From an optimization exercise on the open Yosys and OpenROAD flow, aimed at small area, a short achievable clock period and few clock cycles per item; shortcuts taken in it are not production practice. Function was checked by simulation only, so behaviour that the tests miss may differ from the original.

--- flow/design.v ---
module pfe_xw (
    input  wire         clk,
    input  wire         rst,
    input  wire         cmd_valid,
    output wire         cmd_ready,
    input  wire [1:0]   cmd_mode,      
    input  wire [31:0]  cmd_weight,    
    input  wire [7:0]   cmd_k,         
    input  wire [271:0] cmd_model,     
    input  wire [15:0]  cmd_len,       
    input  wire         s_valid,
    output wire         s_ready,
    input  wire [15:0]  s_value,
    input  wire [3:0]   s_flags,       
    input  wire         s_rok,         
    input  wire [2:0]   s_tap,         
    output reg          m_valid,
    input  wire         m_ready,
    output reg  [15:0]  m_value,
    output reg  [3:0]   m_flags,
    output reg          m_last
);
    reg         cmd_rdy;
    reg         s_rdy;
    reg         expect_s;      
    reg  [15:0] remain;        
    reg         cur_tag;       
    reg         s_v;           
    reg         iv;            
    assign cmd_ready = cmd_rdy;
    assign s_ready   = s_rdy;
    wire cmd_fire = cmd_valid && cmd_rdy;
    wire s_fire   = s_valid && s_rdy;
    wire adv      = !s_v;      
    reg [271:0] model;
    reg [7:0]   kk0, kk1;
    reg [31:0]  wt0, wt1;
    reg [1:0]   md0, md1;
    always @(posedge clk) begin
        if (cmd_rdy) begin
            model <= cmd_model;
            if (cur_tag) begin
                kk0 <= cmd_k;  wt0 <= cmd_weight;  md0 <= cmd_mode;
            end else begin
                kk1 <= cmd_k;  wt1 <= cmd_weight;  md1 <= cmd_mode;
            end
        end
    end
    reg [15:0] ix;
    reg [3:0]  ifl;
    reg        irok;
    reg [2:0]  itap;
    reg        ilast;
    always @(posedge clk) begin
        if (s_rdy) begin
            ix    <= s_value;
            ifl   <= s_flags;
            irok  <= s_rok;
            itap  <= s_tap;
            ilast <= (remain == 16'd1);
        end
    end
    reg [15:0] px0, px1, px2, px3, px4, px5, px6;
    reg [2:0]  pt0, pt1, pt2, pt3, pt4, pt5, pt6;      
    reg [6:0]  pok;                                    
    reg [6:0]  ptg;                                    
    reg [3:0]  prl;                                    
    reg [3:0]  pf0, pf1, pf2, pf3;                     
    reg [3:0]  pl;                                     
    reg [15:0] a_m0;              
    reg [16:0] a_dm;              
    reg [15:0] b_sig;             
    reg [15:0] c_lim, d_lim;      
    wire [3:0] fl;
    assign fl[0] = prl[0] && (!expect_s || ptg[0] != cur_tag);
    assign fl[1] = prl[1] && (!expect_s || ptg[1] != cur_tag);
    assign fl[2] = prl[2] && (!expect_s || ptg[2] != cur_tag);
    assign fl[3] = prl[3] && (!expect_s || ptg[3] != cur_tag);
    wire en0 = adv && (iv || fl[0]);
    wire en1 = adv && (iv || fl[0] || fl[1]);
    wire en2 = adv && (iv || fl[0] || fl[1] || fl[2]);
    wire en3 = adv && (iv || fl[0] || fl[1] || fl[2] || fl[3]);
    wire [3:0]  ki  = ix[15:12];
    wire [2:0]  ko  = ki[3:1];                
    wire [3:0]  ke  = {1'b0, ki[3:1]} + {3'd0, ki[0]};    
    reg  [15:0] m_odd, m_even;
    integer q;
    always @* begin
        m_odd  = 16'd0;
        m_even = 16'd0;
        for (q = 0; q < 8; q = q + 1)
            if (ko == q[2:0]) m_odd = model[32*q + 16 +: 16];
        for (q = 0; q < 9; q = q + 1)
            if (ke == q[3:0]) m_even = model[32*q +: 16];
    end
    wire [15:0] a_m0_n = ki[0] ? m_odd  : m_even;
    wire [15:0] a_m1_n = ki[0] ? m_even : m_odd;
    wire [16:0] a_dm_n = {1'b0, a_m1_n} - {1'b0, a_m0_n};
    wire signed [29:0] b_t = $signed({2'b00, a_m0, 12'd0})
                           + $signed(a_dm) * $signed({1'b0, px0[11:0]})
                           + 30'sd2048;
    wire [15:0] b_sig_n = b_t[27:12];
    wire [7:0]  c_k     = ptg[1] ? kk1 : kk0;
    wire [23:0] c_p     = c_k * b_sig;
    wire [15:0] c_lim_n = c_p[23:8];
    always @(posedge clk) begin
        if (rst) begin
            prl <= 4'd0;
            pok <= 7'd0;
        end else begin
            if (en0) begin
                prl[0] <= iv;
                pok[0] <= iv && irok && !ifl[0] && !ifl[2];
            end
            if (en1) begin
                prl[1] <= en0 && prl[0];
                pok[1] <= en0 && pok[0];
            end
            if (en2) begin
                prl[2] <= en1 && prl[1];
                pok[2] <= en1 && pok[1];
            end
            if (en3) begin
                prl[3] <= en2 && prl[2];
                pok[3] <= en2 && pok[2];
                pok[6:4] <= pok[5:3];
            end
        end
    end
    always @(posedge clk) begin
        if (en0) begin
            px0 <= ix;  pt0 <= itap;  pf0 <= ifl;  pl[0] <= ilast;
            ptg[0] <= cur_tag;
            a_m0 <= a_m0_n;  a_dm <= a_dm_n;
        end
        if (en1) begin
            px1 <= px0;  pt1 <= pt0;  pf1 <= pf0;  pl[1] <= pl[0];
            ptg[1] <= ptg[0];
            b_sig <= b_sig_n;
        end
        if (en2) begin
            px2 <= px1;  pt2 <= pt1;  pf2 <= pf1;  pl[2] <= pl[1];
            ptg[2] <= ptg[1];
            c_lim <= c_lim_n;
        end
        if (en3) begin
            px3 <= px2;  pt3 <= pt2;  pf3 <= pf2;  pl[3] <= pl[2];
            ptg[3] <= ptg[2];
            d_lim <= c_lim;
            px4 <= px3;  pt4 <= pt3;  ptg[4] <= ptg[3];
            px5 <= px4;  pt5 <= pt4;  ptg[5] <= ptg[4];
            px6 <= px5;  pt6 <= pt5;  ptg[6] <= ptg[5];
        end
    end
    wire [1:0]  e_md  = ptg[3] ? md1 : md0;
    wire [31:0] e_wt  = ptg[3] ? wt1 : wt0;
    wire        e_byp = (e_md == 2'd0) || pf3[0] || pf3[2];
    wire [16:0] e_lo = {1'b0, px3} - {1'b0, d_lim};
    wire [16:0] e_hi = {1'b0, px3} + {1'b0, d_lim};
    function adm_f;
        input [15:0] xj;
        input [2:0]  tj;
        input        okj;
        input        tgj;
        input [2:0]  tc;
        input        tgc;
        input [16:0] lo;
        input [16:0] hi;
        begin
            adm_f = okj && (tgj == tgc) && (tj == tc)
                    && (lo[16] || xj >= lo[15:0])
                    && (hi[16] || xj <= hi[15:0]);
        end
    endfunction
    wire a0 = !e_byp && e_md[1] && adm_f(px0, pt0, pok[0], ptg[0], pt3, ptg[3], e_lo, e_hi);
    wire a1 = !e_byp &&            adm_f(px1, pt1, pok[1], ptg[1], pt3, ptg[3], e_lo, e_hi);
    wire a2 = !e_byp &&            adm_f(px2, pt2, pok[2], ptg[2], pt3, ptg[3], e_lo, e_hi);
    wire a4 = !e_byp &&            adm_f(px4, pt4, pok[4], ptg[4], pt3, ptg[3], e_lo, e_hi);
    wire a5 = !e_byp &&            adm_f(px5, pt5, pok[5], ptg[5], pt3, ptg[3], e_lo, e_hi);
    wire a6 = !e_byp && e_md[1] && adm_f(px6, pt6, pok[6], ptg[6], pt3, ptg[3], e_lo, e_hi);
    wire [16:0] e_s1 = (a2 ? {1'b0, px2} : 17'd0) + (a4 ? {1'b0, px4} : 17'd0);
    wire [16:0] e_s2 = (a1 ? {1'b0, px1} : 17'd0) + (a5 ? {1'b0, px5} : 17'd0);
    wire [16:0] e_s3 = (a0 ? {1'b0, px0} : 17'd0) + (a6 ? {1'b0, px6} : 17'd0);
    wire [10:0] e_w  = {3'd0, e_wt[7:0]}
                     + (a2 ? {3'd0, e_wt[15:8]}  : 11'd0) + (a4 ? {3'd0, e_wt[15:8]}  : 11'd0)
                     + (a1 ? {3'd0, e_wt[23:16]} : 11'd0) + (a5 ? {3'd0, e_wt[23:16]} : 11'd0)
                     + (a0 ? {3'd0, e_wt[31:24]} : 11'd0) + (a6 ? {3'd0, e_wt[31:24]} : 11'd0);
    reg        w1_v;
    reg [15:0] w1_x;
    reg [16:0] w1_s1, w1_s2, w1_s3;
    reg [10:0] w1_w;
    reg [3:0]  w1_f;
    reg        w1_l, w1_tg;
    always @(posedge clk) begin
        if (rst)
            w1_v <= 1'b0;
        else if (adv)
            w1_v <= en3 && prl[3];
        if (adv) begin
            w1_x  <= px3;
            w1_s1 <= e_s1;  w1_s2 <= e_s2;  w1_s3 <= e_s3;
            w1_w  <= e_w;
            w1_f  <= pf3;   w1_l <= pl[3];  w1_tg <= ptg[3];
        end
    end
    wire [31:0] m_wt = w1_tg ? wt1 : wt0;
    wire [26:0] m_n  = m_wt[7:0] * w1_x + m_wt[15:8] * w1_s1
                     + m_wt[23:16] * w1_s2 + m_wt[31:24] * w1_s3
                     + {17'd0, w1_w[10:1]};
    reg        w2_v;
    reg [26:0] w2_n;
    reg [10:0] w2_w;
    reg [3:0]  w2_f;
    reg        w2_l;
    always @(posedge clk) begin
        if (rst)
            w2_v <= 1'b0;
        else if (adv)
            w2_v <= w1_v;
        if (adv) begin
            w2_n <= m_n;  w2_w <= w1_w;  w2_f <= w1_f;  w2_l <= w1_l;
        end
    end
    function [26:0] div4;       
        input [10:0] r_in;
        input [15:0] nq_in;
        input [10:0] d;
        reg   [11:0] t;
        reg   [10:0] r;
        reg   [15:0] nq;
        integer s;
        begin
            r  = r_in;
            nq = nq_in;
            for (s = 0; s < 4; s = s + 1) begin
                t = {r, nq[15]} - {1'b0, d};
                if (!t[11]) begin
                    r  = t[10:0];
                    nq = {nq[14:0], 1'b1};
                end else begin
                    r  = {r[9:0], nq[15]};
                    nq = {nq[14:0], 1'b0};
                end
            end
            div4 = {r, nq};
        end
    endfunction
    reg        d1_v, d2_v, d3_v;
    reg [10:0] d1_r, d2_r, d3_r;
    reg [15:0] d1_nq, d2_nq, d3_nq;
    reg [10:0] d1_d, d2_d, d3_d;
    reg [3:0]  d1_f, d2_f, d3_f;
    reg        d1_l, d2_l, d3_l;
    wire [26:0] dr1 = div4(w2_n[26:16], w2_n[15:0], w2_w);
    wire [26:0] dr2 = div4(d1_r, d1_nq, d1_d);
    wire [26:0] dr3 = div4(d2_r, d2_nq, d2_d);
    wire [26:0] dr4 = div4(d3_r, d3_nq, d3_d);
    always @(posedge clk) begin
        if (rst) begin
            d1_v <= 1'b0;
            d2_v <= 1'b0;
            d3_v <= 1'b0;
        end else if (adv) begin
            d1_v <= w2_v;
            d2_v <= d1_v;
            d3_v <= d2_v;
        end
        if (adv) begin
            d1_r <= dr1[26:16];  d1_nq <= dr1[15:0];  d1_d <= w2_w;
            d1_f <= w2_f;        d1_l  <= w2_l;
            d2_r <= dr2[26:16];  d2_nq <= dr2[15:0];  d2_d <= d1_d;
            d2_f <= d1_f;        d2_l  <= d1_l;
            d3_r <= dr3[26:16];  d3_nq <= dr3[15:0];  d3_d <= d2_d;
            d3_f <= d2_f;        d3_l  <= d2_l;
        end
    end
    reg [15:0] sk_value;
    reg [3:0]  sk_flags;
    reg        sk_last;
    wire push = adv && d3_v;
    wire pop  = m_valid && m_ready;
    always @(posedge clk) begin
        if (rst) begin
            m_valid <= 1'b0;
            s_v     <= 1'b0;
        end else begin
            if (s_v) begin
                if (pop) begin
                    s_v <= 1'b0;
                end
            end else if (push) begin
                if (m_valid && !pop) s_v <= 1'b1;
                else                 m_valid <= 1'b1;
            end else if (pop) begin
                m_valid <= 1'b0;
            end
        end
        if (!m_valid || m_ready) begin
            m_value <= s_v ? sk_value : dr4[15:0];
            m_flags <= s_v ? sk_flags : d3_f;
            m_last  <= s_v ? sk_last  : d3_l;
        end
        if (!s_v) begin
            sk_value <= dr4[15:0];
            sk_flags <= d3_f;
            sk_last  <= d3_l;
        end
    end
    wire s_v_n = s_v ? !pop : (push && m_valid && !pop);
    wire iv_n  = s_fire || (iv && !adv);
    wire exp_n = cmd_fire || (expect_s && !(s_fire && remain == 16'd1));
    wire old_busy = (prl[0] && ptg[0] != cur_tag) || (prl[1] && ptg[1] != cur_tag)
                 || (prl[2] && ptg[2] != cur_tag) || (prl[3] && ptg[3] != cur_tag)
                 || (w1_v && w1_tg != cur_tag);
    always @(posedge clk) begin
        if (rst) begin
            cmd_rdy  <= 1'b0;
            s_rdy    <= 1'b0;
            expect_s <= 1'b0;
            cur_tag  <= 1'b0;
            iv       <= 1'b0;
        end else begin
            expect_s <= exp_n;
            iv       <= iv_n;
            if (cmd_fire) cur_tag <= !cur_tag;
            s_rdy    <= exp_n && (!iv_n || !s_v_n);
            cmd_rdy  <= !exp_n && (!iv_n || !s_v_n) && !old_busy && !cmd_fire;
        end
        if (cmd_rdy)
            remain <= cmd_len;
        else if (s_fire)
            remain <= remain - 16'd1;
    end
endmodule
--- flow/run.sh ---
#!/bin/bash
# synth_recipe.tcl (not shown) runs the flow's synth.tcl, then flattens the netlist and writes it again
# the make line also repeats each setting of config.mk as NAME=value (left out here)
make -C /OpenROAD-flow-scripts/flow DESIGN_CONFIG=/design/flow/config.mk WORK_HOME=/design/flow/orfs CLKGATE_MAP_FILE= SYNTH_SCRIPT=/design/flow/synth_recipe.tcl finish
--- flow/config.mk ---
export PLATFORM = sky130hd
export DESIGN_NAME = pfe_xw
export DESIGN_NICKNAME = pfe_xw
export VERILOG_FILES = /design/flow/design.v
export SDC_FILE = /design/flow/constraint.sdc
export NUM_CORES = 4
export LEC_CHECK = 0
export CAP_MARGIN = 20
export CORE_MARGIN = 2
export CORE_UTILIZATION = 40
export PLACE_DENSITY = 0.6
export SLEW_MARGIN = 20
--- flow/constraint.sdc ---
create_clock -name core_clock -period 26.0 [get_ports {clk}]
set_input_delay 5.2000 -clock core_clock [delete_from_list [all_inputs] [get_ports {clk}]]
set_output_delay 5.2000 -clock core_clock [all_outputs]
set_load 0.01 [all_outputs]
==> impl_metrics.tcl <==
set metrics [dict create \
    rows 165 \
    grt_setup_unrepaired "false" \
    post_drt_via_cell_ratio 5.26 \
    num-nets-final 9698 \
    post_route_cells_drive_above_1_share_pct 5.65 \
    routed_wirelength_mm 222 \
    design.die.area_um2 206000 \
    place.detailed.hpwl_mm 176 \
    grt_usage_pct 21.7 \
    final_cell_mix "1082 x sky130_fd_sc_hd__inv_1, 915 x sky130_fd_sc_hd__edfxtp_1, 833 x sky130_fd_sc_hd__fa_1" \
    synth.lib_cells_used.distinct 102 \
    grt_max_degree 185 \
    clockBufferDepth 3 \
    finalSetupTns_ns 0 \
    numCtsBuffers 108 \
    run_status "complete, no violations" \
    drt_pre_antenna_iters 5 \
    worst_setup_path_end_kind "flop" \
    place.gp.congestion 0.908 \
    hold_viol_final 0 \
    cts_resized 0 \
    final_min_period_over_clock_period_pct 51.6 \
    critPathLaunchType "flop" \
    maxClockFrequency_mhz 74.5 \
    fp.dieW_um 454 \
    synth_enable_flop_cells 915 \
    tightest_slew_margin_relative_to_the_limit_pct 22.6 \
    min_period_ns 13.42 \
    max_stage_delay_ns 0.69 \
    wire_per_inst_um 21.0 \
    synth.largest_area_cell "sky130_fd_sc_hd__edfxtp_1" \
    crit_slowest_cell "sky130_fd_sc_hd__nor4b_4" \
    worstHoldPathType "flop to flop" \
    cell_types_occupying_the_most_area_after_synthesis "sky130_fd_sc_hd__edfxtp_1 34%, sky130_fd_sc_hd__fa_1 21%, sky130_fd_sc_hd__ha_1 11%, sky130_fd_sc_hd__inv_1 5.0%, sky130_fd_sc_hd__nand2_1 3.6%" \
    netlist_instances 7446 \
    timing.final.max_slew_violations 0 \
    ctsHtreeMaxLevel 3 \
    syn_area_per_cell_um2 10.9 \
    setup-violations-final 0 \
    max_slew.worst_pin.slew_ns 1.15 \
    setup.worst_path.class "flop to flop" \
    area_growth_pct 13.3 \
    post_cts.repair.setup_buffers 0 \
    drc_violation_count_after_routing 0 \
    clkSlewWorstSetupHoldPaths_ns 0.06 \
    synth.cell_area_um2 81100 \
    yosys_warnings 1 \
    routed-via-count 55700 \
    clock_sink_count 959 \
    arrival_ns 13.95 \
    first_global_vias 57700 \
    final_core_occ_pct 45.5 \
    clkLatencyLatePin_ns 0.83 \
    dominantRegCellSynth "sky130_fd_sc_hd__edfxtp_1" \
    count_of_non_filler_cells_in_the_finished_layout 10600 \
    synth_seq_area_share_pct 35.0 \
    global_route.overflow_total 0 \
    synth_top_area_share_pct 33.9 \
    numPlacedInstances 10400 \
    postCtsHoldBufs 0 \
    total_i_o_pin_count 383 \
    critPathRequiredTime_ns 26.53 \
    dr.first_iter.drc_count 4082 \
    grt_pass1_wl_mm 342 \
    drt.antenna.violating_nets 0 \
    layout.cells.most_common "sky130_fd_sc_hd__inv_1" \
    finClkSkew_ns 0.106 \
    start_util_pct 40.2 \
    antenna_found_initial 43 \
    synth_nets 9354 \
    placement.io_buffers 382 \
    ys_seq_elements 959 \
    floorplan.die.height_um 454 \
    cts_tree "built" \
    cp_max_fo 22 \
    core_area_um2 202000 \
    maxcap_viol_count 0 \
    cts_root_buffer "sky130_fd_sc_hd__clkbuf_16" \
    async_flop_share_pct 0 \
]
sequential cells by signal, indices dropped and copies added (netlist names), 17 cells and up:
name,flops
wt1,32
w1_s3,17
model,272
a_dm,17
wt0,32
w1_s2,17
w1_s1,17
w2_n,27
metal layers:
metal	vias to the layer above	share of wire (%)	track usage [%]
met5	-	0.056	0
met1	28000	42	27.8
met3	344	5.4	3.00
met4	18	3.5	7.62
met2	1544	49	37.4
li1	25800	-	-
kinds of logic (layout without fill, tap and decap cells):
group,Yosys count,count (layout),share of synthesized area (%)
xor gates and xnor gates,315,315,3.45
muxes,230,230,3.30
adders and majority gates,1550,1550,31.6
DFF,959,959,35.0
and+or+nand+nor,2052,2052,12.1
other,0,20,0
AOI/OAI and AO/OA,1025,1025,8.39
buffers and inverters,1315,1751,6.13
worst paths after layout:
path / from / end / slack (ns) / depth (start not counted)
worst max-delay path: d2_d[1] / d3_r[2] / 12.58 / 45
worst min-delay path: w2_f[1] / d1_f[1] / 0.34 / 0
worst max register to register: d2_d[1] / d3_r[2] / 12.58 / 45
worst min register to register: w2_f[1] / d1_f[1] / 0.34 / 0
worst max-delay path: cells and delay by family, from the launching register on:
kind	cells	cell delay, ns
mux	3	1.24
xor+xnor	2	1.15
flops	1	0.37
simple gates	11	2.42
fa+ha+maj	4	1.24
compound gates	22	5.75
buf+inv	3	0.93
synth_stat cells, types with 31 or more instances:
cell type and count:
sky130_fd_sc_hd__nor2_1 375, sky130_fd_sc_hd__xor2_1 91, sky130_fd_sc_hd__nor3_1 105, sky130_fd_sc_hd__and2_1 333
sky130_fd_sc_hd__nand2b_1 72, sky130_fd_sc_hd__a21oi_1 273, sky130_fd_sc_hd__dfxtp_1 44, sky130_fd_sc_hd__nor4_1 46
sky130_fd_sc_hd__xnor2_1 220, sky130_fd_sc_hd__nand3_1 57, sky130_fd_sc_hd__clkbuf_1 171, sky130_fd_sc_hd__buf_1 43
sky130_fd_sc_hd__mux2_2 127, sky130_fd_sc_hd__nand4_1 31, sky130_fd_sc_hd__nor2b_1 168, sky130_fd_sc_hd__edfxtp_1 915
sky130_fd_sc_hd__inv_1 1085, sky130_fd_sc_hd__a21o_1 91, sky130_fd_sc_hd__o21a_1 62, sky130_fd_sc_hd__o21ai_0 212
sky130_fd_sc_hd__fa_1 833, sky130_fd_sc_hd__nand2_1 776, sky130_fd_sc_hd__ha_1 716, sky130_fd_sc_hd__mux2i_1 86
stage by stage:
stage               worst slack, ns  hold slack [ns]  instance area (um^2)
floorplan                     13.46            0.400                 81100
CTS                           12.74            0.342                 91800
global route                  11.56            0.356                 91900
detailed placement            12.77            0.405                 88000
finish                        12.58            0.337                 91900
global placement              12.71            0.401                 88000
final cells by class:
class	instances	area, um^2
inverters	1091	4110
fillers	18800	110000
clock buffers	128	2780
flip-flops and latches	959	28400
diodes	20	50.0
well taps	2672	3340
multi-input cells	5172	47800
repair buffers	458	4440
clock inverters	74	988
Testbench counts, summed over its fixed seeds: cycles 53,116, samples 52,260.

[separate check: timing with driven ports]
In the flow no input, the clock included, has a driving cell. The finished layout below was timed again as built, in two steps.
Step 1, drivers: a clkbuf_16 drives clk and a buf_2 each remaining input, both assumed.
Step 2, shift: input delay + t, output delay - t, t = (earliest + latest rising clock arrival at the registers) / 2. This alone moves slack from input paths to output paths.
Three values: ideal, step 1, step 2; two values: the first two.
t (ns): 0.869
slack for setup (ns): 12.579 / 12.579 / 12.579
worst setup path after step 2: register to register
worst register clock-pin slew, ns: 0.07 / 0.07
cell pins on the clock port's net: 1
After both steps setup and hold are still met in this run. The setup slack of this run moves by 0.000 ns with the drivers and by 0.000 ns with both steps.
